From an optimization exercise on the open Yosys and OpenROAD flow, aimed at small area, a short achievable clock period and few clock cycles; shortcuts taken in it are not production practice. Only simulation tests tie the RTL to the original design; equivalence was not proved. No activity file was given, so power comes from the tool's default toggle rates.

==> flow/design.v <==
module crc_engine (
    input  wire [1:0]  poly,
    input  wire [31:0] c,
    input  wire [31:0] d,
    output reg  [31:0] crc1,
    output reg  [31:0] crc4
);
    wire [7:0] p0_1, p0_4;
    wire [15:0] p1_1, p1_4;
    wire [31:0] p2_1, p2_4;
    wire [31:0] p3_1, p3_4;
    wire x_0_0 = c[0] ^ d[0];
    wire x_0_8 = c[0] ^ d[8];
    wire x_10_10 = c[10] ^ d[10];
    wire x_10_2 = c[10] ^ d[2];
    wire x_11_11 = c[11] ^ d[11];
    wire x_11_3 = c[11] ^ d[3];
    wire x_12_12 = c[12] ^ d[12];
    wire x_12_4 = c[12] ^ d[4];
    wire x_13_13 = c[13] ^ d[13];
    wire x_13_5 = c[13] ^ d[5];
    wire x_14_14 = c[14] ^ d[14];
    wire x_14_6 = c[14] ^ d[6];
    wire x_15_15 = c[15] ^ d[15];
    wire x_15_7 = c[15] ^ d[7];
    wire x_16_16 = c[16] ^ d[16];
    wire x_17_17 = c[17] ^ d[17];
    wire x_18_18 = c[18] ^ d[18];
    wire x_19_19 = c[19] ^ d[19];
    wire x_1_1 = c[1] ^ d[1];
    wire x_1_9 = c[1] ^ d[9];
    wire x_20_20 = c[20] ^ d[20];
    wire x_21_21 = c[21] ^ d[21];
    wire x_22_22 = c[22] ^ d[22];
    wire x_23_23 = c[23] ^ d[23];
    wire x_24_24 = c[24] ^ d[24];
    wire x_25_25 = c[25] ^ d[25];
    wire x_26_26 = c[26] ^ d[26];
    wire x_27_27 = c[27] ^ d[27];
    wire x_28_28 = c[28] ^ d[28];
    wire x_29_29 = c[29] ^ d[29];
    wire x_2_10 = c[2] ^ d[10];
    wire x_2_2 = c[2] ^ d[2];
    wire x_30_30 = c[30] ^ d[30];
    wire x_31_31 = c[31] ^ d[31];
    wire x_3_11 = c[3] ^ d[11];
    wire x_3_3 = c[3] ^ d[3];
    wire x_4_12 = c[4] ^ d[12];
    wire x_4_4 = c[4] ^ d[4];
    wire x_5_13 = c[5] ^ d[13];
    wire x_5_5 = c[5] ^ d[5];
    wire x_6_14 = c[6] ^ d[14];
    wire x_6_6 = c[6] ^ d[6];
    wire x_7_15 = c[7] ^ d[15];
    wire x_7_7 = c[7] ^ d[7];
    wire x_8_0 = c[8] ^ d[0];
    wire x_8_8 = c[8] ^ d[8];
    wire x_9_1 = c[9] ^ d[1];
    wire x_9_9 = c[9] ^ d[9];
    assign p0_1[0] = ((x_0_0 ^ x_4_4) ^ (x_5_5 ^ x_6_6));
    assign p0_1[1] = ((x_1_1 ^ x_5_5) ^ (x_6_6 ^ x_7_7));
    assign p0_1[2] = ((x_4_4 ^ x_5_5) ^ (x_7_7 ^ (x_0_0 ^ x_2_2)));
    assign p0_1[3] = ((x_0_0 ^ x_1_1) ^ (x_3_3 ^ x_4_4));
    assign p0_1[4] = ((x_0_0 ^ x_1_1) ^ (x_2_2 ^ x_6_6));
    assign p0_1[5] = ((x_1_1 ^ x_2_2) ^ (x_3_3 ^ x_7_7));
    assign p0_1[6] = (x_4_4 ^ (x_2_2 ^ x_3_3));
    assign p0_1[7] = (x_5_5 ^ (x_3_3 ^ x_4_4));
    assign p0_4[0] = ((x_7_7 ^ ((d[23] ^ d[24]) ^ (d[28] ^ d[29]))) ^ ((x_1_1 ^ x_4_4) ^ (((d[30] ^ d[8]) ^ x_0_0) ^ (d[9] ^ (d[18] ^ d[21])))));
    assign p0_4[1] = ((((d[22] ^ d[25]) ^ (d[29] ^ d[30])) ^ ((d[31] ^ d[8]) ^ x_1_1)) ^ ((d[9] ^ (d[10] ^ d[19])) ^ (x_2_2 ^ x_5_5)));
    assign p0_4[2] = ((((x_0_0 ^ x_1_1) ^ (x_2_2 ^ x_3_3)) ^ (x_7_7 ^ ((d[10] ^ d[11]) ^ (d[16] ^ d[18])))) ^ ((x_4_4 ^ x_6_6) ^ (((d[20] ^ d[21]) ^ (d[24] ^ d[26])) ^ ((d[28] ^ d[29]) ^ (d[31] ^ d[8])))));
    assign p0_4[3] = ((x_5_5 ^ ((d[16] ^ d[17]) ^ (d[18] ^ d[19]))) ^ ((((d[22] ^ d[23]) ^ (d[24] ^ d[25])) ^ ((d[27] ^ d[28]) ^ x_0_0)) ^ ((d[8] ^ (d[11] ^ d[12])) ^ (x_2_2 ^ x_3_3))));
    assign p0_4[4] = ((x_7_7 ^ ((d[12] ^ d[13]) ^ (d[17] ^ d[19]))) ^ ((x_3_3 ^ x_6_6) ^ (((d[20] ^ d[21]) ^ (d[24] ^ d[25])) ^ ((d[26] ^ d[30]) ^ x_0_0))));
    assign p0_4[5] = ((((d[13] ^ d[14]) ^ (d[18] ^ d[20])) ^ ((d[21] ^ d[22]) ^ (d[25] ^ d[26]))) ^ (((d[27] ^ d[31]) ^ x_1_1) ^ (x_4_4 ^ x_7_7)));
    assign p0_4[6] = ((((d[21] ^ d[22]) ^ (d[23] ^ d[26])) ^ ((d[27] ^ d[28]) ^ x_2_2)) ^ (x_5_5 ^ ((d[14] ^ d[15]) ^ (d[16] ^ d[19]))));
    assign p0_4[7] = ((((d[20] ^ d[22]) ^ (d[23] ^ d[27])) ^ ((d[28] ^ d[29]) ^ x_0_0)) ^ ((d[8] ^ (d[15] ^ d[17])) ^ (x_3_3 ^ x_6_6)));
    assign p1_1[0] = (x_12_4 ^ x_8_0);
    assign p1_1[1] = (x_13_5 ^ x_9_1);
    assign p1_1[2] = (x_10_2 ^ x_14_6);
    assign p1_1[3] = (x_11_3 ^ x_15_7);
    assign p1_1[4] = x_12_4;
    assign p1_1[5] = (x_8_0 ^ (x_12_4 ^ x_13_5));
    assign p1_1[6] = (x_9_1 ^ (x_13_5 ^ x_14_6));
    assign p1_1[7] = (x_15_7 ^ (x_10_2 ^ x_14_6));
    assign p1_1[8] = (x_15_7 ^ (c[0] ^ x_11_3));
    assign p1_1[9] = (c[1] ^ x_12_4);
    assign p1_1[10] = (c[2] ^ x_13_5);
    assign p1_1[11] = (c[3] ^ x_14_6);
    assign p1_1[12] = ((c[4] ^ x_12_4) ^ (x_15_7 ^ x_8_0));
    assign p1_1[13] = (x_9_1 ^ (c[5] ^ x_13_5));
    assign p1_1[14] = (x_14_6 ^ (c[6] ^ x_10_2));
    assign p1_1[15] = (x_15_7 ^ (c[7] ^ x_11_3));
    assign p1_4[0] = ((x_6_14 ^ ((d[20] ^ d[24]) ^ x_10_2)) ^ ((x_3_11 ^ x_4_12) ^ ((d[28] ^ (d[16] ^ d[19])) ^ (x_11_3 ^ x_12_4))));
    assign p1_4[1] = ((x_7_15 ^ ((d[21] ^ d[25]) ^ x_11_3)) ^ ((x_4_12 ^ x_5_13) ^ ((d[29] ^ (d[17] ^ d[20])) ^ (x_12_4 ^ x_13_5))));
    assign p1_4[2] = ((x_8_0 ^ ((d[22] ^ d[26]) ^ x_12_4)) ^ ((x_5_13 ^ x_6_14) ^ ((d[30] ^ (d[18] ^ d[21])) ^ (x_13_5 ^ x_14_6))));
    assign p1_4[3] = ((x_9_1 ^ ((d[23] ^ d[27]) ^ x_13_5)) ^ ((x_6_14 ^ x_7_15) ^ ((d[31] ^ (d[19] ^ d[22])) ^ (x_14_6 ^ x_15_7))));
    assign p1_4[4] = ((((d[16] ^ d[20]) ^ (d[23] ^ d[28])) ^ (x_0_8 ^ x_10_2)) ^ ((x_14_6 ^ x_15_7) ^ (x_7_15 ^ x_8_0)));
    assign p1_4[5] = ((((x_0_8 ^ x_10_2) ^ (x_12_4 ^ x_15_7)) ^ ((x_1_9 ^ x_3_11) ^ (x_4_12 ^ x_6_14))) ^ ((x_8_0 ^ x_9_1) ^ (((d[16] ^ d[17]) ^ (d[19] ^ d[20])) ^ ((d[21] ^ d[24]) ^ (d[28] ^ d[29])))));
    assign p1_4[6] = ((((x_13_5 ^ x_1_9) ^ (x_2_10 ^ x_4_12)) ^ (x_9_1 ^ ((d[17] ^ d[18]) ^ (d[20] ^ d[21])))) ^ ((x_5_13 ^ x_7_15) ^ (((d[22] ^ d[25]) ^ (d[29] ^ d[30])) ^ (x_10_2 ^ x_11_3))));
    assign p1_4[7] = ((((x_12_4 ^ x_14_6) ^ (x_2_10 ^ x_3_11)) ^ (x_8_0 ^ ((d[18] ^ d[19]) ^ (d[21] ^ d[22])))) ^ ((x_5_13 ^ x_6_14) ^ (((d[23] ^ d[26]) ^ (d[30] ^ d[31])) ^ (x_10_2 ^ x_11_3))));
    assign p1_4[8] = ((((x_0_8 ^ x_11_3) ^ (x_12_4 ^ x_13_5)) ^ ((x_15_7 ^ x_3_11) ^ (x_4_12 ^ x_6_14))) ^ ((x_7_15 ^ x_9_1) ^ (((d[20] ^ d[22]) ^ (d[23] ^ d[27])) ^ (d[31] ^ (d[16] ^ d[19])))));
    assign p1_4[9] = ((((x_13_5 ^ x_14_6) ^ (x_1_9 ^ x_4_12)) ^ (x_8_0 ^ ((d[16] ^ d[17]) ^ (d[20] ^ d[21])))) ^ ((x_5_13 ^ x_7_15) ^ (((d[23] ^ d[28]) ^ x_0_8) ^ (x_10_2 ^ x_12_4))));
    assign p1_4[10] = ((((x_11_3 ^ x_13_5) ^ (x_14_6 ^ x_15_7)) ^ ((x_1_9 ^ x_2_10) ^ (x_5_13 ^ x_6_14))) ^ ((x_8_0 ^ x_9_1) ^ (((d[21] ^ d[22]) ^ x_0_8) ^ (d[29] ^ (d[17] ^ d[18])))));
    assign p1_4[11] = ((((x_15_7 ^ x_1_9) ^ (x_2_10 ^ x_3_11)) ^ (x_9_1 ^ ((d[22] ^ d[23]) ^ x_10_2))) ^ ((x_6_14 ^ x_7_15) ^ ((d[30] ^ (d[18] ^ d[19])) ^ (x_12_4 ^ x_14_6))));
    assign p1_4[12] = ((x_8_0 ^ ((d[24] ^ d[28]) ^ x_0_8)) ^ (((d[31] ^ (d[16] ^ d[23])) ^ (x_12_4 ^ x_13_5)) ^ ((x_15_7 ^ x_2_10) ^ (x_6_14 ^ x_7_15))));
    assign p1_4[13] = (((x_14_6 ^ x_1_9) ^ (x_3_11 ^ x_7_15)) ^ ((x_8_0 ^ x_9_1) ^ (((d[16] ^ d[17]) ^ (d[25] ^ d[29])) ^ (x_0_8 ^ x_13_5))));
    assign p1_4[14] = (((x_15_7 ^ x_1_9) ^ (x_2_10 ^ x_4_12)) ^ ((x_8_0 ^ x_9_1) ^ (((d[17] ^ d[18]) ^ (d[26] ^ d[30])) ^ (x_10_2 ^ x_14_6))));
    assign p1_4[15] = ((x_9_1 ^ ((d[18] ^ d[19]) ^ (d[27] ^ d[31]))) ^ ((x_3_11 ^ x_5_13) ^ ((x_10_2 ^ x_11_3) ^ (x_15_7 ^ x_2_10))));
    assign p2_1[0] = (c[8] ^ x_2_2);
    assign p2_1[1] = (x_3_3 ^ (c[9] ^ x_0_0));
    assign p2_1[2] = ((c[10] ^ x_0_0) ^ (x_1_1 ^ x_4_4));
    assign p2_1[3] = ((c[11] ^ x_1_1) ^ (x_2_2 ^ x_5_5));
    assign p2_1[4] = ((x_2_2 ^ x_3_3) ^ (x_6_6 ^ (c[12] ^ x_0_0)));
    assign p2_1[5] = ((x_3_3 ^ x_4_4) ^ (x_7_7 ^ (c[13] ^ x_1_1)));
    assign p2_1[6] = (x_5_5 ^ (c[14] ^ x_4_4));
    assign p2_1[7] = ((c[15] ^ x_0_0) ^ (x_5_5 ^ x_6_6));
    assign p2_1[8] = ((c[16] ^ x_1_1) ^ (x_6_6 ^ x_7_7));
    assign p2_1[9] = (c[17] ^ x_7_7);
    assign p2_1[10] = (c[18] ^ x_2_2);
    assign p2_1[11] = (c[19] ^ x_3_3);
    assign p2_1[12] = (x_4_4 ^ (c[20] ^ x_0_0));
    assign p2_1[13] = ((c[21] ^ x_0_0) ^ (x_1_1 ^ x_5_5));
    assign p2_1[14] = ((c[22] ^ x_1_1) ^ (x_2_2 ^ x_6_6));
    assign p2_1[15] = ((c[23] ^ x_2_2) ^ (x_3_3 ^ x_7_7));
    assign p2_1[16] = ((x_2_2 ^ x_3_3) ^ (x_4_4 ^ (c[24] ^ x_0_0)));
    assign p2_1[17] = ((x_4_4 ^ x_5_5) ^ ((c[25] ^ x_0_0) ^ (x_1_1 ^ x_3_3)));
    assign p2_1[18] = (((x_1_1 ^ x_2_2) ^ (x_4_4 ^ x_5_5)) ^ (x_6_6 ^ (c[26] ^ x_0_0)));
    assign p2_1[19] = (((x_2_2 ^ x_3_3) ^ (x_5_5 ^ x_6_6)) ^ (x_7_7 ^ (c[27] ^ x_1_1)));
    assign p2_1[20] = ((x_4_4 ^ x_6_6) ^ (x_7_7 ^ (c[28] ^ x_3_3)));
    assign p2_1[21] = ((x_4_4 ^ x_5_5) ^ (x_7_7 ^ (c[29] ^ x_2_2)));
    assign p2_1[22] = ((x_3_3 ^ x_5_5) ^ (x_6_6 ^ (c[30] ^ x_2_2)));
    assign p2_1[23] = ((x_4_4 ^ x_6_6) ^ (x_7_7 ^ (c[31] ^ x_3_3)));
    assign p2_1[24] = ((x_4_4 ^ x_5_5) ^ (x_7_7 ^ (x_0_0 ^ x_2_2)));
    assign p2_1[25] = ((x_5_5 ^ x_6_6) ^ ((x_0_0 ^ x_1_1) ^ (x_2_2 ^ x_3_3)));
    assign p2_1[26] = (((x_2_2 ^ x_3_3) ^ (x_4_4 ^ x_6_6)) ^ (x_7_7 ^ (x_0_0 ^ x_1_1)));
    assign p2_1[27] = ((x_4_4 ^ x_5_5) ^ (x_7_7 ^ (x_1_1 ^ x_3_3)));
    assign p2_1[28] = ((x_0_0 ^ x_4_4) ^ (x_5_5 ^ x_6_6));
    assign p2_1[29] = ((x_5_5 ^ x_6_6) ^ (x_7_7 ^ (x_0_0 ^ x_1_1)));
    assign p2_1[30] = ((x_0_0 ^ x_1_1) ^ (x_6_6 ^ x_7_7));
    assign p2_1[31] = (x_1_1 ^ x_7_7);
    assign p2_4[0] = ((((x_26_26 ^ x_2_2) ^ (x_3_3 ^ x_4_4)) ^ (x_8_8 ^ (x_0_0 ^ x_16_16))) ^ ((x_6_6 ^ x_7_7) ^ ((x_1_1 ^ x_20_20) ^ (x_22_22 ^ x_23_23))));
    assign p2_4[1] = ((((x_2_2 ^ x_3_3) ^ (x_4_4 ^ x_5_5)) ^ (x_9_9 ^ (x_17_17 ^ x_1_1))) ^ ((x_7_7 ^ x_8_8) ^ ((x_21_21 ^ x_23_23) ^ (x_24_24 ^ x_27_27))));
    assign p2_4[2] = ((((x_24_24 ^ x_25_25) ^ (x_28_28 ^ x_2_2)) ^ ((x_3_3 ^ x_4_4) ^ (x_5_5 ^ x_6_6))) ^ ((x_8_8 ^ x_9_9) ^ ((x_0_0 ^ x_10_10) ^ (x_18_18 ^ x_22_22))));
    assign p2_4[3] = ((((x_23_23 ^ x_25_25) ^ (x_26_26 ^ x_29_29)) ^ ((x_3_3 ^ x_4_4) ^ (x_5_5 ^ x_6_6))) ^ ((x_7_7 ^ x_9_9) ^ ((x_10_10 ^ x_11_11) ^ (x_19_19 ^ x_1_1))));
    assign p2_4[4] = ((((x_24_24 ^ x_26_26) ^ (x_27_27 ^ x_2_2)) ^ ((x_30_30 ^ x_4_4) ^ (x_5_5 ^ x_6_6))) ^ ((x_7_7 ^ x_8_8) ^ ((x_10_10 ^ x_11_11) ^ (x_12_12 ^ x_20_20))));
    assign p2_4[5] = ((((x_12_12 ^ x_13_13) ^ (x_21_21 ^ x_25_25)) ^ ((x_27_27 ^ x_28_28) ^ (x_31_31 ^ x_3_3))) ^ (((x_5_5 ^ x_6_6) ^ (x_7_7 ^ x_8_8)) ^ (x_9_9 ^ (x_0_0 ^ x_11_11))));
    assign p2_4[6] = ((((x_20_20 ^ x_23_23) ^ (x_28_28 ^ x_29_29)) ^ (x_9_9 ^ (x_0_0 ^ x_10_10))) ^ ((x_2_2 ^ x_3_3) ^ ((x_12_12 ^ x_13_13) ^ (x_14_14 ^ x_16_16))));
    assign p2_4[7] = ((((x_1_1 ^ x_21_21) ^ (x_24_24 ^ x_29_29)) ^ (x_4_4 ^ (x_10_10 ^ x_11_11))) ^ ((x_30_30 ^ x_3_3) ^ ((x_13_13 ^ x_14_14) ^ (x_15_15 ^ x_17_17))));
    assign p2_4[8] = ((((x_15_15 ^ x_16_16) ^ (x_18_18 ^ x_22_22)) ^ ((x_25_25 ^ x_2_2) ^ (x_30_30 ^ x_31_31))) ^ ((x_4_4 ^ x_5_5) ^ ((x_0_0 ^ x_11_11) ^ (x_12_12 ^ x_14_14))));
    assign p2_4[9] = ((((x_17_17 ^ x_19_19) ^ (x_20_20 ^ x_22_22)) ^ ((x_2_2 ^ x_31_31) ^ (x_4_4 ^ x_5_5))) ^ ((x_7_7 ^ x_8_8) ^ ((x_0_0 ^ x_12_12) ^ (x_13_13 ^ x_15_15))));
    assign p2_4[10] = (((x_4_4 ^ x_5_5) ^ (x_7_7 ^ x_9_9)) ^ (((x_0_0 ^ x_13_13) ^ (x_14_14 ^ x_18_18)) ^ ((x_21_21 ^ x_22_22) ^ (x_26_26 ^ x_2_2))));
    assign p2_4[11] = (((x_3_3 ^ x_5_5) ^ (x_6_6 ^ x_8_8)) ^ (((x_10_10 ^ x_14_14) ^ (x_15_15 ^ x_19_19)) ^ ((x_1_1 ^ x_22_22) ^ (x_23_23 ^ x_27_27))));
    assign p2_4[12] = (((x_4_4 ^ x_6_6) ^ (x_7_7 ^ x_9_9)) ^ (((x_11_11 ^ x_15_15) ^ (x_16_16 ^ x_20_20)) ^ ((x_23_23 ^ x_24_24) ^ (x_28_28 ^ x_2_2))));
    assign p2_4[13] = ((((x_24_24 ^ x_25_25) ^ (x_29_29 ^ x_3_3)) ^ (x_8_8 ^ (x_0_0 ^ x_10_10))) ^ ((x_5_5 ^ x_7_7) ^ ((x_12_12 ^ x_16_16) ^ (x_17_17 ^ x_21_21))));
    assign p2_4[14] = ((((x_18_18 ^ x_1_1) ^ (x_22_22 ^ x_25_25)) ^ ((x_26_26 ^ x_30_30) ^ (x_4_4 ^ x_6_6))) ^ ((x_8_8 ^ x_9_9) ^ ((x_0_0 ^ x_11_11) ^ (x_13_13 ^ x_17_17))));
    assign p2_4[15] = ((((x_19_19 ^ x_1_1) ^ (x_23_23 ^ x_26_26)) ^ ((x_27_27 ^ x_2_2) ^ (x_31_31 ^ x_5_5))) ^ ((x_7_7 ^ x_9_9) ^ ((x_10_10 ^ x_12_12) ^ (x_14_14 ^ x_18_18))));
    assign p2_4[16] = ((((x_13_13 ^ x_15_15) ^ (x_16_16 ^ x_19_19)) ^ ((x_1_1 ^ x_22_22) ^ (x_23_23 ^ x_24_24))) ^ (((x_26_26 ^ x_27_27) ^ (x_28_28 ^ x_4_4)) ^ (x_7_7 ^ (x_10_10 ^ x_11_11))));
    assign p2_4[17] = ((((x_14_14 ^ x_16_16) ^ (x_17_17 ^ x_20_20)) ^ ((x_23_23 ^ x_24_24) ^ (x_25_25 ^ x_27_27))) ^ (((x_28_28 ^ x_29_29) ^ (x_2_2 ^ x_5_5)) ^ (x_8_8 ^ (x_11_11 ^ x_12_12))));
    assign p2_4[18] = ((((x_0_0 ^ x_12_12) ^ (x_13_13 ^ x_15_15)) ^ ((x_17_17 ^ x_18_18) ^ (x_21_21 ^ x_24_24))) ^ (((x_25_25 ^ x_26_26) ^ (x_28_28 ^ x_29_29)) ^ ((x_30_30 ^ x_3_3) ^ (x_6_6 ^ x_9_9))));
    assign p2_4[19] = (((x_31_31 ^ x_4_4) ^ ((x_13_13 ^ x_14_14) ^ (x_16_16 ^ x_18_18))) ^ ((x_7_7 ^ (x_0_0 ^ x_10_10)) ^ (((x_19_19 ^ x_1_1) ^ (x_22_22 ^ x_25_25)) ^ ((x_26_26 ^ x_27_27) ^ (x_29_29 ^ x_30_30)))));
    assign p2_4[20] = (((x_5_5 ^ x_6_6) ^ ((x_14_14 ^ x_15_15) ^ (x_16_16 ^ x_17_17))) ^ ((x_7_7 ^ (x_0_0 ^ x_11_11)) ^ (((x_19_19 ^ x_22_22) ^ (x_27_27 ^ x_28_28)) ^ ((x_30_30 ^ x_31_31) ^ (x_3_3 ^ x_4_4)))));
    assign p2_4[21] = ((((x_26_26 ^ x_28_28) ^ (x_29_29 ^ x_2_2)) ^ (x_5_5 ^ (x_0_0 ^ x_12_12))) ^ ((x_31_31 ^ x_3_3) ^ ((x_15_15 ^ x_17_17) ^ (x_18_18 ^ x_22_22))));
    assign p2_4[22] = (((x_2_2 ^ x_30_30) ^ (x_7_7 ^ x_8_8)) ^ (((x_13_13 ^ x_18_18) ^ (x_19_19 ^ x_20_20)) ^ ((x_22_22 ^ x_26_26) ^ (x_27_27 ^ x_29_29))));
    assign p2_4[23] = ((((x_27_27 ^ x_28_28) ^ (x_30_30 ^ x_31_31)) ^ (x_9_9 ^ (x_0_0 ^ x_14_14))) ^ ((x_3_3 ^ x_8_8) ^ ((x_19_19 ^ x_20_20) ^ (x_21_21 ^ x_23_23))));
    assign p2_4[24] = ((((x_10_10 ^ x_15_15) ^ (x_16_16 ^ x_21_21)) ^ ((x_23_23 ^ x_24_24) ^ (x_26_26 ^ x_28_28))) ^ (((x_29_29 ^ x_2_2) ^ (x_31_31 ^ x_3_3)) ^ ((x_6_6 ^ x_7_7) ^ (x_8_8 ^ x_9_9))));
    assign p2_4[25] = ((((x_17_17 ^ x_1_1) ^ (x_20_20 ^ x_23_23)) ^ ((x_24_24 ^ x_25_25) ^ (x_26_26 ^ x_27_27))) ^ (((x_29_29 ^ x_2_2) ^ (x_30_30 ^ x_6_6)) ^ (x_9_9 ^ (x_10_10 ^ x_11_11))));
    assign p2_4[26] = ((((x_12_12 ^ x_18_18) ^ (x_21_21 ^ x_24_24)) ^ ((x_25_25 ^ x_26_26) ^ (x_27_27 ^ x_28_28))) ^ (((x_2_2 ^ x_30_30) ^ (x_31_31 ^ x_3_3)) ^ (x_7_7 ^ (x_10_10 ^ x_11_11))));
    assign p2_4[27] = (((x_31_31 ^ x_6_6) ^ ((x_12_12 ^ x_13_13) ^ (x_16_16 ^ x_19_19))) ^ ((x_7_7 ^ (x_0_0 ^ x_11_11)) ^ (((x_1_1 ^ x_20_20) ^ (x_23_23 ^ x_25_25)) ^ ((x_27_27 ^ x_28_28) ^ (x_29_29 ^ x_2_2)))));
    assign p2_4[28] = ((((x_13_13 ^ x_14_14) ^ (x_16_16 ^ x_17_17)) ^ ((x_21_21 ^ x_22_22) ^ (x_23_23 ^ x_24_24))) ^ (((x_28_28 ^ x_29_29) ^ (x_30_30 ^ x_4_4)) ^ (x_6_6 ^ (x_0_0 ^ x_12_12))));
    assign p2_4[29] = ((((x_0_0 ^ x_13_13) ^ (x_14_14 ^ x_15_15)) ^ ((x_17_17 ^ x_18_18) ^ (x_1_1 ^ x_22_22))) ^ (((x_23_23 ^ x_24_24) ^ (x_25_25 ^ x_29_29)) ^ ((x_30_30 ^ x_31_31) ^ (x_5_5 ^ x_7_7))));
    assign p2_4[30] = ((((x_24_24 ^ x_25_25) ^ (x_30_30 ^ x_31_31)) ^ (x_7_7 ^ (x_14_14 ^ x_15_15))) ^ ((x_3_3 ^ x_4_4) ^ ((x_18_18 ^ x_19_19) ^ (x_20_20 ^ x_22_22))));
    assign p2_4[31] = ((((x_25_25 ^ x_2_2) ^ (x_31_31 ^ x_3_3)) ^ (x_7_7 ^ (x_0_0 ^ x_15_15))) ^ ((x_5_5 ^ x_6_6) ^ ((x_19_19 ^ x_1_1) ^ (x_21_21 ^ x_22_22))));
    assign p3_1[0] = ((x_3_3 ^ x_4_4) ^ ((c[8] ^ x_0_0) ^ (x_1_1 ^ x_2_2)));
    assign p3_1[1] = (((x_1_1 ^ x_2_2) ^ (x_3_3 ^ x_4_4)) ^ (x_5_5 ^ (c[9] ^ x_0_0)));
    assign p3_1[2] = (((x_2_2 ^ x_3_3) ^ (x_4_4 ^ x_5_5)) ^ (x_6_6 ^ (c[10] ^ x_1_1)));
    assign p3_1[3] = (((x_3_3 ^ x_4_4) ^ (x_5_5 ^ x_6_6)) ^ (x_7_7 ^ (c[11] ^ x_2_2)));
    assign p3_1[4] = ((x_6_6 ^ x_7_7) ^ ((c[12] ^ x_1_1) ^ (x_2_2 ^ x_5_5)));
    assign p3_1[5] = ((x_4_4 ^ x_6_6) ^ (x_7_7 ^ (c[13] ^ x_1_1)));
    assign p3_1[6] = ((x_5_5 ^ x_7_7) ^ ((c[14] ^ x_1_1) ^ (x_3_3 ^ x_4_4)));
    assign p3_1[7] = ((x_3_3 ^ x_5_5) ^ (x_6_6 ^ (c[15] ^ x_1_1)));
    assign p3_1[8] = ((x_6_6 ^ x_7_7) ^ ((c[16] ^ x_0_0) ^ (x_2_2 ^ x_4_4)));
    assign p3_1[9] = ((x_5_5 ^ x_7_7) ^ ((c[17] ^ x_0_0) ^ (x_2_2 ^ x_4_4)));
    assign p3_1[10] = ((x_4_4 ^ x_5_5) ^ (x_6_6 ^ (c[18] ^ x_2_2)));
    assign p3_1[11] = ((x_5_5 ^ x_6_6) ^ (x_7_7 ^ (c[19] ^ x_3_3)));
    assign p3_1[12] = ((x_6_6 ^ x_7_7) ^ ((c[20] ^ x_1_1) ^ (x_2_2 ^ x_3_3)));
    assign p3_1[13] = (x_7_7 ^ (c[21] ^ x_1_1));
    assign p3_1[14] = ((c[22] ^ x_1_1) ^ (x_3_3 ^ x_4_4));
    assign p3_1[15] = ((x_2_2 ^ x_4_4) ^ (x_5_5 ^ (c[23] ^ x_0_0)));
    assign p3_1[16] = ((x_5_5 ^ x_6_6) ^ ((c[24] ^ x_0_0) ^ (x_1_1 ^ x_3_3)));
    assign p3_1[17] = (((x_1_1 ^ x_2_2) ^ (x_4_4 ^ x_6_6)) ^ (x_7_7 ^ (c[25] ^ x_0_0)));
    assign p3_1[18] = ((c[26] ^ x_4_4) ^ (x_5_5 ^ x_7_7));
    assign p3_1[19] = (((c[27] ^ x_0_0) ^ (x_1_1 ^ x_2_2)) ^ ((x_3_3 ^ x_4_4) ^ (x_5_5 ^ x_6_6)));
    assign p3_1[20] = (((c[28] ^ x_1_1) ^ (x_2_2 ^ x_3_3)) ^ ((x_4_4 ^ x_5_5) ^ (x_6_6 ^ x_7_7)));
    assign p3_1[21] = ((x_6_6 ^ x_7_7) ^ ((c[29] ^ x_0_0) ^ (x_1_1 ^ x_5_5)));
    assign p3_1[22] = ((x_6_6 ^ x_7_7) ^ ((c[30] ^ x_0_0) ^ (x_3_3 ^ x_4_4)));
    assign p3_1[23] = ((x_3_3 ^ x_5_5) ^ (x_7_7 ^ (c[31] ^ x_2_2)));
    assign p3_1[24] = (x_6_6 ^ (x_1_1 ^ x_2_2));
    assign p3_1[25] = ((x_0_0 ^ x_2_2) ^ (x_3_3 ^ x_7_7));
    assign p3_1[26] = x_2_2;
    assign p3_1[27] = x_3_3;
    assign p3_1[28] = (x_0_0 ^ x_4_4);
    assign p3_1[29] = (x_5_5 ^ (x_0_0 ^ x_1_1));
    assign p3_1[30] = ((x_0_0 ^ x_1_1) ^ (x_2_2 ^ x_6_6));
    assign p3_1[31] = ((x_2_2 ^ x_3_3) ^ (x_7_7 ^ (x_0_0 ^ x_1_1)));
    assign p3_4[0] = (((x_7_7 ^ x_9_9) ^ ((x_11_11 ^ x_14_14) ^ (x_15_15 ^ x_16_16))) ^ (((x_2_2 ^ x_4_4) ^ (x_5_5 ^ x_6_6)) ^ (((x_1_1 ^ x_20_20) ^ (x_23_23 ^ x_24_24)) ^ ((x_25_25 ^ x_26_26) ^ (x_27_27 ^ x_28_28)))));
    assign p3_4[1] = (((x_7_7 ^ x_8_8) ^ ((x_10_10 ^ x_12_12) ^ (x_15_15 ^ x_16_16))) ^ (((x_2_2 ^ x_3_3) ^ (x_5_5 ^ x_6_6)) ^ (((x_17_17 ^ x_21_21) ^ (x_24_24 ^ x_25_25)) ^ ((x_26_26 ^ x_27_27) ^ (x_28_28 ^ x_29_29)))));
    assign p3_4[2] = (((x_8_8 ^ x_9_9) ^ ((x_11_11 ^ x_13_13) ^ (x_16_16 ^ x_17_17))) ^ (((x_3_3 ^ x_4_4) ^ (x_6_6 ^ x_7_7)) ^ (((x_18_18 ^ x_22_22) ^ (x_25_25 ^ x_26_26)) ^ ((x_27_27 ^ x_28_28) ^ (x_29_29 ^ x_30_30)))));
    assign p3_4[3] = ((((x_28_28 ^ x_29_29) ^ (x_30_30 ^ x_31_31)) ^ ((x_4_4 ^ x_5_5) ^ (x_7_7 ^ x_8_8))) ^ ((x_9_9 ^ (x_0_0 ^ x_10_10)) ^ (((x_12_12 ^ x_14_14) ^ (x_17_17 ^ x_18_18)) ^ ((x_19_19 ^ x_23_23) ^ (x_26_26 ^ x_27_27)))));
    assign p3_4[4] = (((x_4_4 ^ x_7_7) ^ ((x_13_13 ^ x_14_14) ^ (x_16_16 ^ x_18_18))) ^ ((x_8_8 ^ (x_0_0 ^ x_10_10)) ^ (((x_19_19 ^ x_23_23) ^ (x_25_25 ^ x_26_26)) ^ ((x_29_29 ^ x_2_2) ^ (x_30_30 ^ x_31_31)))));
    assign p3_4[5] = ((((x_17_17 ^ x_19_19) ^ (x_23_23 ^ x_25_25)) ^ ((x_28_28 ^ x_2_2) ^ (x_30_30 ^ x_31_31))) ^ (((x_3_3 ^ x_4_4) ^ (x_6_6 ^ x_7_7)) ^ (x_8_8 ^ (x_0_0 ^ x_16_16))));
    assign p3_4[6] = ((((x_11_11 ^ x_14_14) ^ (x_15_15 ^ x_16_16)) ^ ((x_17_17 ^ x_18_18) ^ (x_23_23 ^ x_25_25))) ^ (((x_27_27 ^ x_28_28) ^ (x_29_29 ^ x_2_2)) ^ ((x_31_31 ^ x_3_3) ^ (x_6_6 ^ x_8_8))));
    assign p3_4[7] = (((x_5_5 ^ x_6_6) ^ ((x_0_0 ^ x_11_11) ^ (x_12_12 ^ x_14_14))) ^ (((x_29_29 ^ x_2_2) ^ (x_30_30 ^ x_3_3)) ^ (((x_17_17 ^ x_18_18) ^ (x_19_19 ^ x_1_1)) ^ ((x_20_20 ^ x_23_23) ^ (x_25_25 ^ x_27_27)))));
    assign p3_4[8] = (((x_6_6 ^ x_7_7) ^ ((x_12_12 ^ x_13_13) ^ (x_15_15 ^ x_18_18))) ^ (((x_30_30 ^ x_31_31) ^ (x_3_3 ^ x_4_4)) ^ (((x_19_19 ^ x_1_1) ^ (x_20_20 ^ x_21_21)) ^ ((x_24_24 ^ x_26_26) ^ (x_28_28 ^ x_2_2)))));
    assign p3_4[9] = (((x_8_8 ^ x_9_9) ^ ((x_0_0 ^ x_11_11) ^ (x_13_13 ^ x_15_15))) ^ (((x_29_29 ^ x_31_31) ^ (x_3_3 ^ x_6_6)) ^ (((x_19_19 ^ x_1_1) ^ (x_21_21 ^ x_22_22)) ^ ((x_23_23 ^ x_24_24) ^ (x_26_26 ^ x_28_28)))));
    assign p3_4[10] = ((x_6_6 ^ (x_10_10 ^ x_11_11)) ^ (((x_12_12 ^ x_15_15) ^ (x_22_22 ^ x_26_26)) ^ ((x_28_28 ^ x_29_29) ^ (x_30_30 ^ x_5_5))));
    assign p3_4[11] = (((x_30_30 ^ x_31_31) ^ (x_6_6 ^ x_7_7)) ^ (((x_0_0 ^ x_11_11) ^ (x_12_12 ^ x_13_13)) ^ ((x_16_16 ^ x_23_23) ^ (x_27_27 ^ x_29_29))));
    assign p3_4[12] = ((((x_27_27 ^ x_2_2) ^ (x_30_30 ^ x_31_31)) ^ ((x_4_4 ^ x_5_5) ^ (x_6_6 ^ x_8_8))) ^ ((x_9_9 ^ (x_11_11 ^ x_12_12)) ^ (((x_13_13 ^ x_15_15) ^ (x_16_16 ^ x_17_17)) ^ ((x_20_20 ^ x_23_23) ^ (x_25_25 ^ x_26_26)))));
    assign p3_4[13] = (((x_31_31 ^ x_3_3) ^ ((x_11_11 ^ x_12_12) ^ (x_13_13 ^ x_15_15))) ^ ((x_4_4 ^ (x_0_0 ^ x_10_10)) ^ (((x_17_17 ^ x_18_18) ^ (x_1_1 ^ x_20_20)) ^ ((x_21_21 ^ x_23_23) ^ (x_25_25 ^ x_2_2)))));
    assign p3_4[14] = ((((x_12_12 ^ x_13_13) ^ (x_15_15 ^ x_18_18)) ^ ((x_19_19 ^ x_20_20) ^ (x_21_21 ^ x_22_22))) ^ (((x_23_23 ^ x_25_25) ^ (x_27_27 ^ x_28_28)) ^ ((x_3_3 ^ x_6_6) ^ (x_7_7 ^ x_9_9))));
    assign p3_4[15] = (((x_4_4 ^ x_7_7) ^ ((x_13_13 ^ x_14_14) ^ (x_16_16 ^ x_19_19))) ^ ((x_8_8 ^ (x_0_0 ^ x_10_10)) ^ (((x_20_20 ^ x_21_21) ^ (x_22_22 ^ x_23_23)) ^ ((x_24_24 ^ x_26_26) ^ (x_28_28 ^ x_29_29)))));
    assign p3_4[16] = (((x_8_8 ^ x_9_9) ^ ((x_0_0 ^ x_11_11) ^ (x_14_14 ^ x_15_15))) ^ (((x_27_27 ^ x_29_29) ^ (x_30_30 ^ x_5_5)) ^ (((x_17_17 ^ x_1_1) ^ (x_20_20 ^ x_21_21)) ^ ((x_22_22 ^ x_23_23) ^ (x_24_24 ^ x_25_25)))));
    assign p3_4[17] = (((x_6_6 ^ x_9_9) ^ ((x_10_10 ^ x_12_12) ^ (x_15_15 ^ x_16_16))) ^ (((x_28_28 ^ x_2_2) ^ (x_30_30 ^ x_31_31)) ^ (((x_18_18 ^ x_1_1) ^ (x_21_21 ^ x_22_22)) ^ ((x_23_23 ^ x_24_24) ^ (x_25_25 ^ x_26_26)))));
    assign p3_4[18] = (((x_6_6 ^ x_9_9) ^ ((x_0_0 ^ x_10_10) ^ (x_13_13 ^ x_14_14))) ^ (((x_31_31 ^ x_3_3) ^ (x_4_4 ^ x_5_5)) ^ (((x_15_15 ^ x_17_17) ^ (x_19_19 ^ x_1_1)) ^ ((x_20_20 ^ x_22_22) ^ (x_28_28 ^ x_29_29)))));
    assign p3_4[19] = ((x_9_9 ^ (x_10_10 ^ x_18_18)) ^ (((x_21_21 ^ x_24_24) ^ (x_25_25 ^ x_26_26)) ^ ((x_27_27 ^ x_28_28) ^ (x_29_29 ^ x_30_30))));
    assign p3_4[20] = ((x_31_31 ^ (x_10_10 ^ x_11_11)) ^ (((x_19_19 ^ x_22_22) ^ (x_25_25 ^ x_26_26)) ^ ((x_27_27 ^ x_28_28) ^ (x_29_29 ^ x_30_30))));
    assign p3_4[21] = ((((x_12_12 ^ x_14_14) ^ (x_15_15 ^ x_16_16)) ^ ((x_1_1 ^ x_24_24) ^ (x_25_25 ^ x_29_29))) ^ (((x_2_2 ^ x_30_30) ^ (x_31_31 ^ x_4_4)) ^ ((x_5_5 ^ x_6_6) ^ (x_7_7 ^ x_9_9))));
    assign p3_4[22] = (((x_8_8 ^ x_9_9) ^ ((x_0_0 ^ x_10_10) ^ (x_11_11 ^ x_13_13))) ^ (((x_30_30 ^ x_31_31) ^ (x_3_3 ^ x_4_4)) ^ (((x_14_14 ^ x_17_17) ^ (x_1_1 ^ x_20_20)) ^ ((x_23_23 ^ x_24_24) ^ (x_27_27 ^ x_28_28)))));
    assign p3_4[23] = ((((x_23_23 ^ x_26_26) ^ (x_27_27 ^ x_29_29)) ^ (x_7_7 ^ (x_10_10 ^ x_12_12))) ^ ((x_31_31 ^ x_6_6) ^ ((x_16_16 ^ x_18_18) ^ (x_20_20 ^ x_21_21))));
    assign p3_4[24] = (((x_6_6 ^ x_8_8) ^ ((x_14_14 ^ x_15_15) ^ (x_16_16 ^ x_17_17))) ^ ((((x_19_19 ^ x_1_1) ^ (x_20_20 ^ x_21_21)) ^ ((x_22_22 ^ x_23_23) ^ (x_25_25 ^ x_26_26))) ^ (((x_2_2 ^ x_30_30) ^ (x_4_4 ^ x_5_5)) ^ (x_9_9 ^ (x_0_0 ^ x_13_13)))));
    assign p3_4[25] = (((x_6_6 ^ x_7_7) ^ ((x_15_15 ^ x_16_16) ^ (x_17_17 ^ x_18_18))) ^ ((((x_1_1 ^ x_20_20) ^ (x_21_21 ^ x_22_22)) ^ ((x_23_23 ^ x_24_24) ^ (x_26_26 ^ x_27_27))) ^ (((x_2_2 ^ x_31_31) ^ (x_3_3 ^ x_5_5)) ^ (x_9_9 ^ (x_10_10 ^ x_14_14)))));
    assign p3_4[26] = ((((x_14_14 ^ x_17_17) ^ (x_18_18 ^ x_19_19)) ^ ((x_1_1 ^ x_20_20) ^ (x_21_21 ^ x_22_22))) ^ (((x_26_26 ^ x_3_3) ^ (x_5_5 ^ x_8_8)) ^ (x_9_9 ^ (x_0_0 ^ x_10_10))));
    assign p3_4[27] = ((((x_0_0 ^ x_10_10) ^ (x_11_11 ^ x_15_15)) ^ ((x_18_18 ^ x_19_19) ^ (x_1_1 ^ x_20_20))) ^ (((x_21_21 ^ x_22_22) ^ (x_23_23 ^ x_27_27)) ^ ((x_2_2 ^ x_4_4) ^ (x_6_6 ^ x_9_9))));
    assign p3_4[28] = (((x_3_3 ^ x_5_5) ^ ((x_11_11 ^ x_12_12) ^ (x_16_16 ^ x_19_19))) ^ ((x_7_7 ^ (x_0_0 ^ x_10_10)) ^ (((x_1_1 ^ x_20_20) ^ (x_21_21 ^ x_22_22)) ^ ((x_23_23 ^ x_24_24) ^ (x_28_28 ^ x_2_2)))));
    assign p3_4[29] = (((x_4_4 ^ x_6_6) ^ ((x_13_13 ^ x_17_17) ^ (x_1_1 ^ x_20_20))) ^ ((x_8_8 ^ (x_11_11 ^ x_12_12)) ^ (((x_21_21 ^ x_22_22) ^ (x_23_23 ^ x_24_24)) ^ ((x_25_25 ^ x_29_29) ^ (x_2_2 ^ x_3_3)))));
    assign p3_4[30] = (((x_7_7 ^ x_9_9) ^ ((x_0_0 ^ x_12_12) ^ (x_13_13 ^ x_14_14))) ^ (((x_30_30 ^ x_3_3) ^ (x_4_4 ^ x_5_5)) ^ (((x_18_18 ^ x_21_21) ^ (x_22_22 ^ x_23_23)) ^ ((x_24_24 ^ x_25_25) ^ (x_26_26 ^ x_2_2)))));
    assign p3_4[31] = ((((x_25_25 ^ x_26_26) ^ (x_27_27 ^ x_31_31)) ^ ((x_3_3 ^ x_4_4) ^ (x_5_5 ^ x_6_6))) ^ ((x_8_8 ^ (x_0_0 ^ x_10_10)) ^ (((x_13_13 ^ x_14_14) ^ (x_15_15 ^ x_19_19)) ^ ((x_1_1 ^ x_22_22) ^ (x_23_23 ^ x_24_24)))));
    always @(*) begin
        case (poly)
            2'd0: begin crc1 = {24'd0, p0_1}; crc4 = {24'd0, p0_4}; end
            2'd1: begin crc1 = {16'd0, p1_1}; crc4 = {16'd0, p1_4}; end
            2'd2: begin crc1 = p2_1; crc4 = p2_4; end
            default: begin crc1 = p3_1; crc4 = p3_4; end
        endcase
    end
endmodule
module crc_unit (
    input  wire        clk,
    input  wire        rst,
    input  wire        fs,
    input  wire        req,
    input  wire        we,
    input  wire [7:0]  addr,
    input  wire [31:0] wdata,
    output wire        ready,
    output wire [31:0] rdata
);
    reg        wr;        
    reg        fsq;       
    reg [7:2]  aq;        
    reg [31:0] wd;        
    wire [5:0] widx   = aq[7:2];
    wire [2:0] blk    = aq[7:5];    
    wire [2:0] reg_id = aq[4:2];
    reg [3:0] ctl;        
    reg [3:0] mismatch;   
    reg [3:0] mm_sat;     
    reg       cfg_rej;    
    reg [5:0]  cfg     [0:3];
    reg [15:0] cfg2    [0:3];   
    reg [31:0] val     [0:3];   
    reg [31:0] res_raw [0:3];   
    reg [1:0]  res_poly[0:3];   
    reg [2:0]  cnt     [0:3];   
    reg [31:0] mm_cnt  [0:3];
    reg [3:0]  active, open;
    reg [3:0]  val_ok;          
    reg [3:0]  res_ok;          
    reg [3:0] s_ch;                   
    reg [3:0] s_cfg, s_cfg2, s_mm;    
    reg       s_ctl, s_stat;          
    reg [1:0]  poly_s;
    reg [31:0] val_s;
    integer k;
    always @(*) begin
        poly_s = 2'd0;
        val_s  = 32'd0;
        for (k = 0; k < 4; k = k + 1) begin
            poly_s = poly_s | ({2{s_ch[k]}} & cfg[k][1:0]);
            val_s  = val_s  | ({32{s_ch[k]}} & val[k]);
        end
    end
    wire [31:0] crc1, crc4;
    crc_engine u_eng (.poly(poly_s), .c(val_s), .d(wd), .crc1(crc1), .crc4(crc4));
    reg [31:0] init_s;
    always @(*) begin
        case (poly_s)
            2'd0:    init_s = 32'h000000FF;
            2'd1:    init_s = 32'h0000FFFF;
            default: init_s = 32'hFFFFFFFF;
        endcase
    end
    wire [31:0] val_new = !reg_id[2] ? wd : reg_id[1] ? init_s : reg_id[0] ? crc1 : crc4;
    wire [3:0] reject, mm_event, sat_event, end_pend;
    wire [3:0] val_ok_n, res_ok_n, end_pend_n;   
    wire [1:0] res_poly_n [0:3];
    wire [3:0] ctl_n = (wr && widx == 6'd0) ? wd[3:0] : ctl;
    wire [31:0] wd_r = rst ? 32'd0 : wd;    
    genvar c;
    generate
        for (c = 0; c < 4; c = c + 1) begin : chn
            wire [1:0] poly  = cfg[c][1:0];
            wire [2:0] snoop = cfg[c][4:2];
            wire       dir   = cfg[c][5];
            wire sel       = wr && (blk == c + 1);
            wire wr_cfg    = sel && reg_id == 3'd0;
            wire wr_cfg2   = sel && reg_id == 3'd1;
            wire wr_val    = sel && reg_id == 3'd2;
            wire wr_feed32 = sel && reg_id == 3'd4;
            wire wr_feed8  = sel && reg_id == 3'd5;
            wire wr_cmd    = sel && reg_id == 3'd6;
            reg [31:0] mask, residue;
            reg [2:0]  width;
            always @(*) begin
                case (poly)
                    2'd0:    begin mask = 32'h000000FF; residue = 32'h000000C4; width = 3'd1; end
                    2'd1:    begin mask = 32'h0000FFFF; residue = 32'h00000000; width = 3'd2; end
                    2'd2:    begin mask = 32'hFFFFFFFF; residue = 32'hDEBB20E3; width = 3'd4; end
                    default: begin mask = 32'hFFFFFFFF; residue = 32'hB798B438; width = 3'd4; end
                endcase
            end
            assign end_pend[c] = active[c] && !ctl[c] && open[c];
            wire act_a  = fsq ? ctl[c] : active[c];
            wire fs_end = fsq && end_pend[c];
            wire open_a = open[c] && !fs_end;
            wire sw      = act_a && (snoop == 3'd0);
            wire cmd_end = sw && wr_cmd && wd[1] && open_a;
            wire cmd_go  = sw && wr_cmd && wd[0];
            wire feed8   = sw && open_a && wr_feed8;
            wire feed32  = sw && open_a && wr_feed32;
            wire val_wok = !act_a || sw;
            wire val_we  = (wr_val && val_wok) || feed8 || feed32 || cmd_go;
            wire cfg_bad = act_a || (wd[4:2] > 3'd4) || (wd[4:2] == 3'd4 && wd[5]);
            assign reject[c] = (wr_cfg && cfg_bad) || (wr_cfg2 && act_a) || (wr_val && !val_wok);
            wire stream_end = fs_end || cmd_end;
            wire bad_check  = (cnt[c] < width) || ((val[c] & mask) != residue);
            reg [31:0] mm_p;
            reg [7:0]  mm_g, mm_gp;
            integer b;
            always @(*) begin
                for (b = 0; b < 8; b = b + 1)
                    mm_g[b] = &mm_cnt[c][4*b +: 4];
                mm_gp[0] = 1'b1;
                for (b = 1; b < 8; b = b + 1)
                    mm_gp[b] = mm_gp[b - 1] & mm_g[b - 1];
                for (b = 0; b < 32; b = b + 1)
                    mm_p[b] = mm_gp[b / 4] & &(mm_cnt[c][4*(b/4) +: 4] | (4'hF << (b % 4)));
            end
            wire mm_inc = mm_event[c] && !(mm_gp[7] && mm_g[7]);
            wire res_we     = stream_end && !dir;
            assign mm_event[c]  = stream_end && dir && bad_check;
            wire open_n = cmd_go || (open_a && !cmd_end);
            assign val_ok_n[c]   = !rst && (val_ok[c] || val_we);
            assign res_ok_n[c]   = !rst && (res_ok[c] || res_we);
            assign res_poly_n[c] = res_we ? poly : res_poly[c];
            assign end_pend_n[c] = !rst && act_a && !ctl_n[c] && open_n;
            assign sat_event[c] = mm_event[c] && (&mm_cnt[c][31:1]);
            always @(posedge clk) begin
                if (rst) begin
                    mm_cnt[c] <= 32'd0;
                    active[c] <= 1'b0;
                    open[c]   <= 1'b0;
                    val_ok[c] <= 1'b0;
                    res_ok[c] <= 1'b0;
                end else begin
                    active[c] <= act_a;
                    open[c]   <= open_n;
                    mm_cnt[c] <= mm_cnt[c] ^ ({32{mm_inc}} & mm_p);
                    if (val_we)
                        val_ok[c] <= 1'b1;
                    if (res_we)
                        res_ok[c] <= 1'b1;
                end
            end
            always @(posedge clk) begin
                if (rst || (wr_cfg && !cfg_bad))
                    cfg[c] <= wd_r[5:0];
                if (rst || (wr_cfg2 && !act_a))
                    cfg2[c] <= {wd_r[18:16], wd_r[14:8], wd_r[5:0]};
            end
            always @(posedge clk) begin
                if (res_we) begin
                    res_raw[c]  <= val[c];
                    res_poly[c] <= poly;
                end
                if (val_we)
                    val[c] <= val_new;
                if (feed8)
                    cnt[c] <= (cnt[c] >= 3'd3) ? 3'd4 : cnt[c] + 3'd1;
                if (feed32)
                    cnt[c] <= 3'd4;
                if (cmd_go)
                    cnt[c] <= 3'd0;
            end
        end
    endgenerate
    wire stat_wr = wr && widx == 6'd1;
    always @(posedge clk) begin
        if (rst) begin
            ctl      <= 4'd0;
            mismatch <= 4'd0;
            mm_sat   <= 4'd0;
            cfg_rej  <= 1'b0;
        end else begin
            if (wr && widx == 6'd0)
                ctl <= wd[3:0];
            if (stat_wr) begin
                mismatch <= (mismatch & ~wd[3:0]) | mm_event;
                mm_sat   <= (mm_sat & ~wd[7:4]) | sat_event;
                cfg_rej  <= (cfg_rej & ~wd[8]) | (|reject);
            end else begin
                mismatch <= mismatch | mm_event;
                mm_sat   <= mm_sat | sat_event;
                cfg_rej  <= cfg_rej | (|reject);
            end
        end
    end
    reg [3:0] s_rres;   
    reg       s_vok;    
    reg       s_inv_lo, s_keep_mid, s_inv_mid, s_hi;   
    reg [31:0] res_t, mm_t;
    reg [15:0] c2_t;
    reg [5:0]  cfg_t;
    always @(*) begin
        res_t = 32'd0; mm_t = 32'd0; c2_t = 16'd0; cfg_t = 6'd0;
        for (k = 0; k < 4; k = k + 1) begin
            res_t = res_t | ({32{s_rres[k]}} & res_raw[k]);
            mm_t  = mm_t  | ({32{s_mm[k]}} & mm_cnt[k]);
            c2_t  = c2_t  | ({16{s_cfg2[k]}} & cfg2[k]);
            cfg_t = cfg_t | ({6{s_cfg[k]}} & cfg[k]);
        end
    end
    wire [31:0] res_v = {(res_t[31:16] & {16{s_hi}}) ^ {16{s_hi}},
                         (res_t[15:8] & {8{s_keep_mid}}) ^ {8{s_inv_mid}},
                         res_t[7:0] ^ {8{s_inv_lo}}};
    wire [31:0] rval = ({32{s_vok}} & val_s)
                     | res_v
                     | mm_t
                     | {13'd0, c2_t[15:13], 1'b0, c2_t[12:6], 2'b00, c2_t[5:0]}
                     | {26'd0, cfg_t}
                     | ({32{s_ctl}} & {28'd0, ctl})
                     | ({32{s_stat}} & {23'd0, cfg_rej, mm_sat, mismatch});
    wire       a_ch   = addr[7:5] >= 3'd1 && addr[7:5] <= 3'd4;
    wire [1:0] a_c    = addr[6:5] - 2'd1;
    wire       a_rok  = a_ch && addr[4:2] == 3'd3 && res_ok_n[a_c];
    wire [1:0] a_rp   = res_poly_n[a_c];
    reg  rd_ok;
    always @(posedge clk) begin
        aq <= addr[7:2];
        wd <= wdata;
        s_ctl  <= addr[7:2] == 6'd0;
        s_stat <= addr[7:2] == 6'd1;
        s_vok  <= a_ch && addr[4:2] == 3'd2 && val_ok_n[a_c];
        for (k = 0; k < 4; k = k + 1) begin
            s_ch[k]   <= addr[7:5] == k + 1;
            s_cfg[k]  <= addr[7:5] == k + 1 && addr[4:2] == 3'd0;
            s_cfg2[k] <= addr[7:5] == k + 1 && addr[4:2] == 3'd1;
            s_rres[k] <= addr[7:5] == k + 1 && addr[4:2] == 3'd3 && res_ok_n[k];
            s_mm[k]   <= addr[7:5] == k + 1 && addr[4:2] == 3'd7;
        end
        s_inv_lo   <= a_rok && a_rp != 2'd1;
        s_keep_mid <= a_rok && a_rp != 2'd0;
        s_inv_mid  <= a_rok && a_rp[1];
        s_hi       <= a_rok && a_rp[1];
        if (rst) begin
            wr    <= 1'b0;
            fsq   <= 1'b0;
            rd_ok <= 1'b0;
        end else begin
            wr    <= req && we;
            fsq   <= fs;
            rd_ok <= req && !we && !rd_ok && !(fs && (|end_pend_n));
        end
    end
    assign ready = we || rd_ok;
    assign rdata = rval;
endmodule
==> flow/flow/run.sh <==
#!/bin/bash
set -o pipefail
export SETUP_SLACK_MARGIN=5.6
export BUFFER_PORTS_ARGS="-buffer_cell sky130_fd_sc_hd__buf_1"
export CTS_ARGS="-sink_clustering_enable -repair_clock_nets -sink_clustering_size 24 -sink_clustering_max_diameter 90 -dont_use_dummy_load"
bash standard.sh > standard.log 2>&1
==> flow/standard.sh <==
#!/bin/bash
# synth_recipe.tcl (not shown) runs the flow's synth.tcl, then flattens the netlist and writes it again
# the make line also repeats each setting of config.mk as NAME=value (left out here)
make -C /OpenROAD-flow-scripts/flow DESIGN_CONFIG=/design/flow/config.mk WORK_HOME=/design/flow/orfs CLKGATE_MAP_FILE= SYNTH_SCRIPT=/design/flow/synth_recipe.tcl "${@:-finish}"
==> flow/config.mk <==
export PLATFORM = sky130hd
export DESIGN_NAME = crc_unit
export DESIGN_NICKNAME = crc_unit
export VERILOG_FILES = /design/flow/design.v
export SDC_FILE = /design/flow/constraint.sdc
export NUM_CORES = 4
export LEC_CHECK = 0
export CAP_MARGIN = 20
export CORE_MARGIN = 2
export CORE_UTILIZATION = 40
export CTS_CLUSTER_DIAMETER = 90
export CTS_CLUSTER_SIZE = 24
export SLEW_MARGIN = 20
==> flow/constraint.sdc <==
create_clock -name core_clock -period 10.0 [get_ports {clk}]
set_input_delay 2.0000 -clock core_clock [delete_from_list [all_inputs] [get_ports {clk}]]
set_output_delay 2.0000 -clock core_clock [all_outputs]
set_load 0.01 [all_outputs]
==> results of run 1 <==
worst paths after layout:
path | cells after the start | start | to | slack, ns
worst min register to register | 2 | val_ok[0] | val_ok[0] | 0.46
worst max-delay path | 3 | we | ready | 5.56
worst max register to register | 12 | s_ch[0] | val[1][29] | 5.56
worst min-delay path | 2 | val_ok[0] | val_ok[0] | 0.46
per-stage QoR:
stage,power (uW),hold WS [ns]
finish,7154,0.4641
global route,7369,0.4696
CTS,7046,0.4638
detailed placement,5640,0.4443
global placement,5633,0.4369
floorplan,4885,0.4242
worst max-delay path, cell delays in order:
cell and delay [ns]:
buf_1 0.08, or2_4 0.24, buf_6 0.12
power by group:
| part | leakage [uW] | switching, uW | internal, uW | total, uW |
|---|---|---|---|---|
| Sequential | 0.00513 | 43.2 | 2610 | 2650 |
| Combinational | 0.00705 | 1750 | 1340 | 3090 |
| Clock | 0.000431 | 788 | 625 | 1410 |
final cells by class:
| cell class | count | area share |
|---|---|---|
| multi-input cells | 2343 | 0.4900 |
| flip-flops and latches | 588 | 0.4035 |
| well taps | 1144 | 0.03792 |
| clock buffers | 35 | 0.02320 |
| repair buffers | 199 | 0.04174 |
| inverters | 36 | 0.003580 |
layout by cell type (no fill, tap or decap), drive strengths merged, types with 39 or more instances in the layout:
master and n:
a21oi 107, a22o 40, a22oi 153, buf 193, clkbuf 40, dfxtp 244, edfxtp 344, nand2 212
nand3 95, nand4 49, nor2 266, nor3 44, o21ai 65, xnor2 545, xnor3 39, xor2 286
registers in the layout (all words and copies together), names as in the netlist, 6 cells and up:
name	flops
wd	32
val	128
cfg	24
res_raw	128
aq	6
cnt	12
cfg2	64
mm_cnt	128
res_poly	8
synth_stat cells, types with 8 or more instances:
library cell    n  area (sq um)
o211ai_1       10         75.07
o21bai_1        8         60.06
a221oi_1       37         324.1
xor2_2         18         292.8
buf_2          10         50.05
a211oi_1       13         97.59
o21ai_0        60         300.3
nand2_1       190         713.2
nor4_1         15         93.84
mux2i_1        19         190.2
a32oi_1         8         70.07
nor2_1        265         994.7
a2111oi_0      10         87.58
xor2_4         22         605.6
a222oi_1       21         210.2
buf_4          11         82.58
ha_1           25         312.8
nand2b_1       21         131.4
o22ai_1        27         168.9
nand2_2        21         131.4
nand3_1        95         475.5
and4_1         16         140.1
buf_1          14         52.55
a22o_1         40         350.3
and3_1          8         50.05
nand3b_1       16         120.1
or3_1          19         118.9
xor2_1        246          2155
inv_1          36         135.1
xnor2_2        31         504.2
nand4_1        49         306.5
a22oi_1       150          1126
buf_6          14         157.7
clkbuf_1      112         420.4
and2_1         11         68.82
a21oi_1       107         535.5
xnor2_1       507          4441
a31oi_1        21         131.4
dfxtp_1       244          4885
nor3_1         43         215.2
xnor3_1        39         878.3
edfxtp_1      344         10330
nor2b_1        35         219.0
cell families (layout without fill, tap and decap cells):
kind of cell / count (synthesis) / after routing / share of synthesized area
fa+ha+maj: 27 / 27 / 0.009769
xor+xnor: 872 / 872 / 0.2676
buf+inv: 197 / 270 / 0.02637
simple gates: 843 / 843 / 0.1211
mux: 27 / 27 / 0.008557
compound gates: 574 / 574 / 0.1200
flops: 588 / 588 / 0.4466
repair_timing:
action,4_1_cts,5_1_grt
endpoints found under the setup margin,55,64
buffers inserted,10,40
pin swaps,14,32
hold buffers,0,0
gates cloned,2,1
gates resized for setup,65,71
per-layer routing:
metal	track usage	wire length (um)	vias up	share of wire
met5	0	24	-	0.00020
met4	0.1201	5816	4	0.048
met3	0.04452	10530	268	0.086
met2	0.4385	55560	1311	0.45
met1	0.3691	50240	12622	0.41
li1	-	-	11315	-
==> impl_metrics.tcl, run 1 <==
set metrics [dict create \
    setup_ws_ns 5.558 \
    antenna_cells 0 \
    hold_path_class "flip-flop to flip-flop" \
    grt_setup_unrepaired "yes" \
    post_synth_instance_area_sq_mm 0.03407 \
    timing.setup.critical_path_class "primary input to primary output" \
    syn_nets 3198 \
    tightestPinTransition_ns 1.030 \
    die_width_um 295.8 \
    area_used_by_multi_input_combinational_logic_sq_mm 0.01850 \
    cts-root-buf "clkbuf_16" \
    post-route-util 0.4454 \
    synth-edff-count 344 \
    dp_cells 4257 \
    drv.max_cap_violation_count 0 \
    detail_route.wl_per_cell_um 28.12 \
    placementRows 107 \
    floorplan.core_area_sq_mm 0.08475 \
    clock_latency_on_the_worst_skew_pair_ns 0.60 \
    cts_inserted_buffers 35 \
    finalCriticalPeriod_ns 4.442 \
    dpl_worst_slack_ns 5.444 \
    pin_count 78 \
    final-max-slew-violation-count 0 \
    fin_worst_skew_ns 0.09817 \
    initial_utilization 0.4020 \
    yosys_warnings 9 \
    grtUsageTotal 0.2750 \
    grt_start_max_net_pins 90 \
    drtPass1Iterations 6 \
    wirelength_um 122200 \
    syn_area_per_cell_sq_um 10.89 \
    cts-htree-levels 2 \
    postSynth.asyncResetShare 0 \
    tritoncts "done" \
    routabilityCongestion 0.9874 \
    finalSetupTns_ns 0 \
    routed_via_density 5.873 \
    grt_first_pass_wirelength_um 173600 \
    timing.critical_path.to_type "primary output" \
    timing.max_slew.rel_slack 0.3046 \
    finalHoldViolCount 0 \
    remaining_drc_errors 0 \
    run_status "finished clean" \
    synth_seq_cells 588 \
    finalCritPeriodShare 0.4442 \
    vdd_drop_max_v 0.0001956 \
    setup.worst_path.start_class "primary input" \
    vias 25520 \
    final_layout_size_suffix_gt1_frac 0.1153 \
    place_hpwl_um 88360 \
    syn2layout_area_growth_pct 10.79 \
    critPathRequiredTime_ns 8.00 \
    io_buffer_count 75 \
    p_per_area_mw_per_mm2 189.5 \
    path_max_fanout 2 \
    critPathArrivalTime_ns 2.44 \
    drt.antenna.violating_nets 0 \
    initialDrtViolationCount 3301 \
    synthDistinctLibCells 88 \
    fin_nets 3273 \
    number_of_setup_violations_in_the_final_report 0 \
    die_height_um 295.8 \
    final_cell_count_no_fill 4345 \
    clock_path_buffers 3 \
    grt_antenna_before_repair 6 \
    synth_sequential_area_ratio 0.4466 \
    vias_in_the_first_global_route 24064 \
    sequential_cell_area_sq_mm 0.01523 \
    filler_cell_count 7987 \
    gr-total-overflow 0 \
    power_leakage_uw 0.01261 \
    place_area_sq_mm 0.03566 \
    floorplan.die_area_sq_mm 0.08752 \
    cts_num_sinks 588 \
    cts.reportedPaths.clkPinSlew_ns 0.10 \
    yosys_most_used_dff "edfxtp_1" \
    max_clock_freq_mhz 225.1 \
    stdcell_area_sq_mm 0.03774 \
    synthCells 3128 \
]
Testbench counts, summed over its fixed seeds: cycles 57,215.
==> run 2: changes to the inputs <==
==> flow/flow/run.sh (replaced) <==
#!/bin/bash
set -o pipefail
here=$(pwd)
rm -rf "$here/scripts"
cp -r "$FLOW_HOME/scripts" "$here/scripts"
cp "$here/flow/abc_speed.script" "$here/scripts/abc_speed.script"
export SETUP_SLACK_MARGIN=5.56
bash standard.sh synth SCRIPTS_DIR="$here/scripts" > synth.log 2>&1
bash standard.sh > layout.log 2>&1
==> flow/flow/abc_speed.script (new file) <==
&get -n
&st
&dch
&nf
&st
&syn2
&if -g -K 6
&synch2
&nf
&st
&syn2
&if -g -K 6
&synch2
&nf
&st
&dch -f
&nf -a
&put
--- a/flow/config.mk
+++ b/flow/config.mk
@@ -8,6 +8,4 @@
 export CAP_MARGIN = 20
 export CORE_MARGIN = 2
 export CORE_UTILIZATION = 40
-export CTS_CLUSTER_DIAMETER = 90
-export CTS_CLUSTER_SIZE = 24
 export SLEW_MARGIN = 20
==> impl_metrics.tcl, run 2 <==
set metrics [dict create \
    fin_worst_skew_ns 0.05197 \
    die_height_um 288.4 \
    clock_path_buffers 3 \
    setup.worst_path.start_class "flip-flop" \
    syn_area_per_cell_sq_um 10.88 \
    critPathMostFrequentCell "nand3_1" \
    initialDrtViolationCount 3958 \
    worst-path-buf-inv 2 \
    synth_top_area_frac 0.3192 \
    most-common-layout-cells "xnor2_1 (506), edfxtp_1 (344), dfxtp_1 (234)" \
    post_synth_adder_cell_area 0.009666 \
    gr-total-overflow 0 \
    whs_endpoint "res_raw[3][14]" \
    vias_in_the_first_global_route 25119 \
    synth-compound-area-share 0.1357 \
    finalHoldViolCount 0 \
    yosys_warnings 9 \
    synth_mux_area_frac 0.006379 \
    postSynth.asyncResetShare 0 \
    hold_path_depth 0 \
    fin_nets 3333 \
    yosys.area_share.xor_xnor 0.2397 \
    vias 26708 \
    cts_inserted_buffers 60 \
    io_buffer_count 75 \
    crit-reg2reg-capture "val[0][2]" \
    finalCritPeriodShare 0.4595 \
    reg.largest.list "mm_cnt (128), res_raw (128), val (128)" \
    synth_simple_gate_area_frac 0.1335 \
    synth_top_family_by_area "XOR/XNOR gates" \
    postCtsHoldBufs 0 \
    timing.max_slew.rel_slack 0.2277 \
    p_total_uw 7867 \
    synth_top_area_cells "edfxtp_1 (32%), dfxtp_1 (15%), xnor2_1 (14%)" \
    tritoncts "done" \
    placementRows 104 \
    final-max-slew-violation-count 0 \
    detail_route.wl_per_cell_um 29.40 \
    synth.largest_area_cell "edfxtp_1" \
    wirelength_um 128700 \
    slowest_delay_ns 0.50 \
    synth_common_cells "xnor2_1 (526), edfxtp_1 (344), nand2_1 (251), dfxtp_1 (244), nor2_1 (228)" \
    number_of_setup_violations_in_the_final_report 0 \
    ff2ff_setup_slack_ns 5.52 \
    floorplan.core_area_sq_mm 0.08029 \
    dp_cells 4197 \
    remaining_drc_errors 0 \
    vdd_drop_max_v 0.0001565 \
    die_width_um 288.4 \
    final_common_cell "xnor2_1" \
    cts_num_sinks 588 \
    grtUsageTotal 0.3037 \
    initial_utilization 0.4031 \
    post-route-util 0.4825 \
    cp_cell_sequence "buf_12 -> a222oi_1 -> nand3_1 -> a21oi_1 -> nand3_1 -> or3_4 -> buf_6" \
    worst_path_max_delay_cell "a222oi_1" \
    timing.setup.critical_path_class "flip-flop to primary output" \
    max_clock_freq_mhz 217.6 \
    synth_sequential_area_ratio 0.4701 \
    cts-root-buf "clkbuf_16" \
    final_cell_count_no_fill 4376 \
    post_synth_instance_area_sq_mm 0.03236 \
    yosys_most_used_dff "edfxtp_1" \
    drtPass1Iterations 6 \
    critPathArrivalTime_ns 2.59 \
    power_leakage_uw 0.01359 \
    floorplan.die_area_sq_mm 0.08320 \
    timing.reg2reg.worst_path_depth 12 \
    tightestPinTransition_ns 1.144 \
    critical_path.top_delay_family "simple AND/OR/NAND/NOR gates" \
    cts-htree-levels 2 \
    finalCriticalPeriod_ns 4.595 \
    pin_count 78 \
    min-delay-start "val[3][14]" \
    path_max_fanout 5 \
    critPathRequiredTime_ns 8.00 \
    grt_start_max_net_pins 96 \
    routabilityCongestion 0.9858 \
    synthDistinctLibCells 67 \
    grt_antenna_before_repair 2 \
    drt.antenna.violating_nets 0 \
    drv.max_cap_violation_count 0 \
    grt_setup_unrepaired "yes" \
    cts.reportedPaths.clkPinSlew_ns 0.07 \
    synth-edff-count 344 \
    timing.critical_path.to_type "primary output" \
    rr_startpoint "s_ch[0]" \
    routed_via_density 6.103 \
    finalSetupTns_ns 0 \
    most_common_cell_in_the_synthesized_netlist "xnor2_1" \
    synth_seq_cells 588 \
    place_hpwl_um 92070 \
    hold_path_class "flip-flop to flip-flop" \
    final_layout_size_suffix_gt1_frac 0.1264 \
    syn2layout_area_growth_pct 19.70 \
    synthCells 2975 \
    run_status "finished clean" \
    clock_latency_on_the_worst_skew_pair_ns 0.67 \
    syn_nets 3045 \
    p_per_area_mw_per_mm2 203.1 \
    grt_first_pass_wirelength_um 182100 \
]
-- run 2: layer usage --
layer | routed length, um | vias up | GRT usage
met3 | 13950 | 369 | 0.05150
met4 | 8491 | 0 | 0.1687
met1 | 50440 | 12956 | 0.4112
met5 | 0 | - | 0
li1 | - | 11739 | -
met2 | 55790 | 1644 | 0.4624
-- run 2: cell families (layout without fill, tap and decap cells) --
logic type,Yosys count,after routing
simple gates,888,888
xor+xnor,800,800
compound gates,612,612
flops,588,588
buf+inv,42,382
fa+ha+maj,25,25
mux,20,20
other cells,0,1
-- run 2: worst max-delay path by stage --
| stage | slack (ns) | endpoint | from | cells after the start |
|---|---|---|---|---|
| after global placement | 4.83 | ready | we | 3 |
| after detailed placement | 4.83 | ready | we | 3 |
| final | 5.41 | rdata[5] | s_mm[1] | 7 |
| after global routing | 5.31 | rdata[5] | s_mm[1] | 7 |
| after CTS | 5.32 | rdata[5] | s_mm[1] | 7 |
| after floorplan | 5.59 | val[0][31] | s_ch[2] | 10 |
-- run 2: final cells by class --
type / instances / area [sq um]
fillers: 7310 / 41550
multi-input cells: 2345 / 17840
flip-flops and latches: 588 / 15240
repair buffers: 226 / 2049
clock buffers: 78 / 1702
well taps: 1060 / 1326
clock inverters: 36 / 415.4
inverters: 42 / 161.4
diodes: 1 / 2.502
-- run 2: report_power, final --
group	internal, uW	leakage (uW)	switching, uW	total [uW]
registers	2600	0.00516	36.8	2640
logic	1250	0.00739	1590	2850
clock network	1370	0.00104	1020	2380
total	5220	0.0136	2650	7870
-- run 2: through the flow --
stage                     instance area (sq um)  hold WS (ns)  setup slack [ns]
final                                     38740        0.4565             5.405
after detailed placement                  35210        0.4507             4.829
after global placement                    35210        0.4356             4.832
after CTS                                 38260        0.4341             5.324
after global routing                      38740        0.4619             5.306
after floorplan                           32390        0.4224             5.589
-- run 2: repair_timing --
item	4_1_cts	5_1_grt
buffers inserted	46	13
resized for setup	199	94
endpoints found under the setup margin	135	111
gates cloned	2	3
pin swaps	74	44

Check on run 2: ideal ports give 5.405 ns setup slack; a clkbuf_16 on the clock port and buf_2 on the inputs give 5.338 ns; moving port delays by the midpoint clock arrival (0.707 ns) as well gives 5.419 ns.
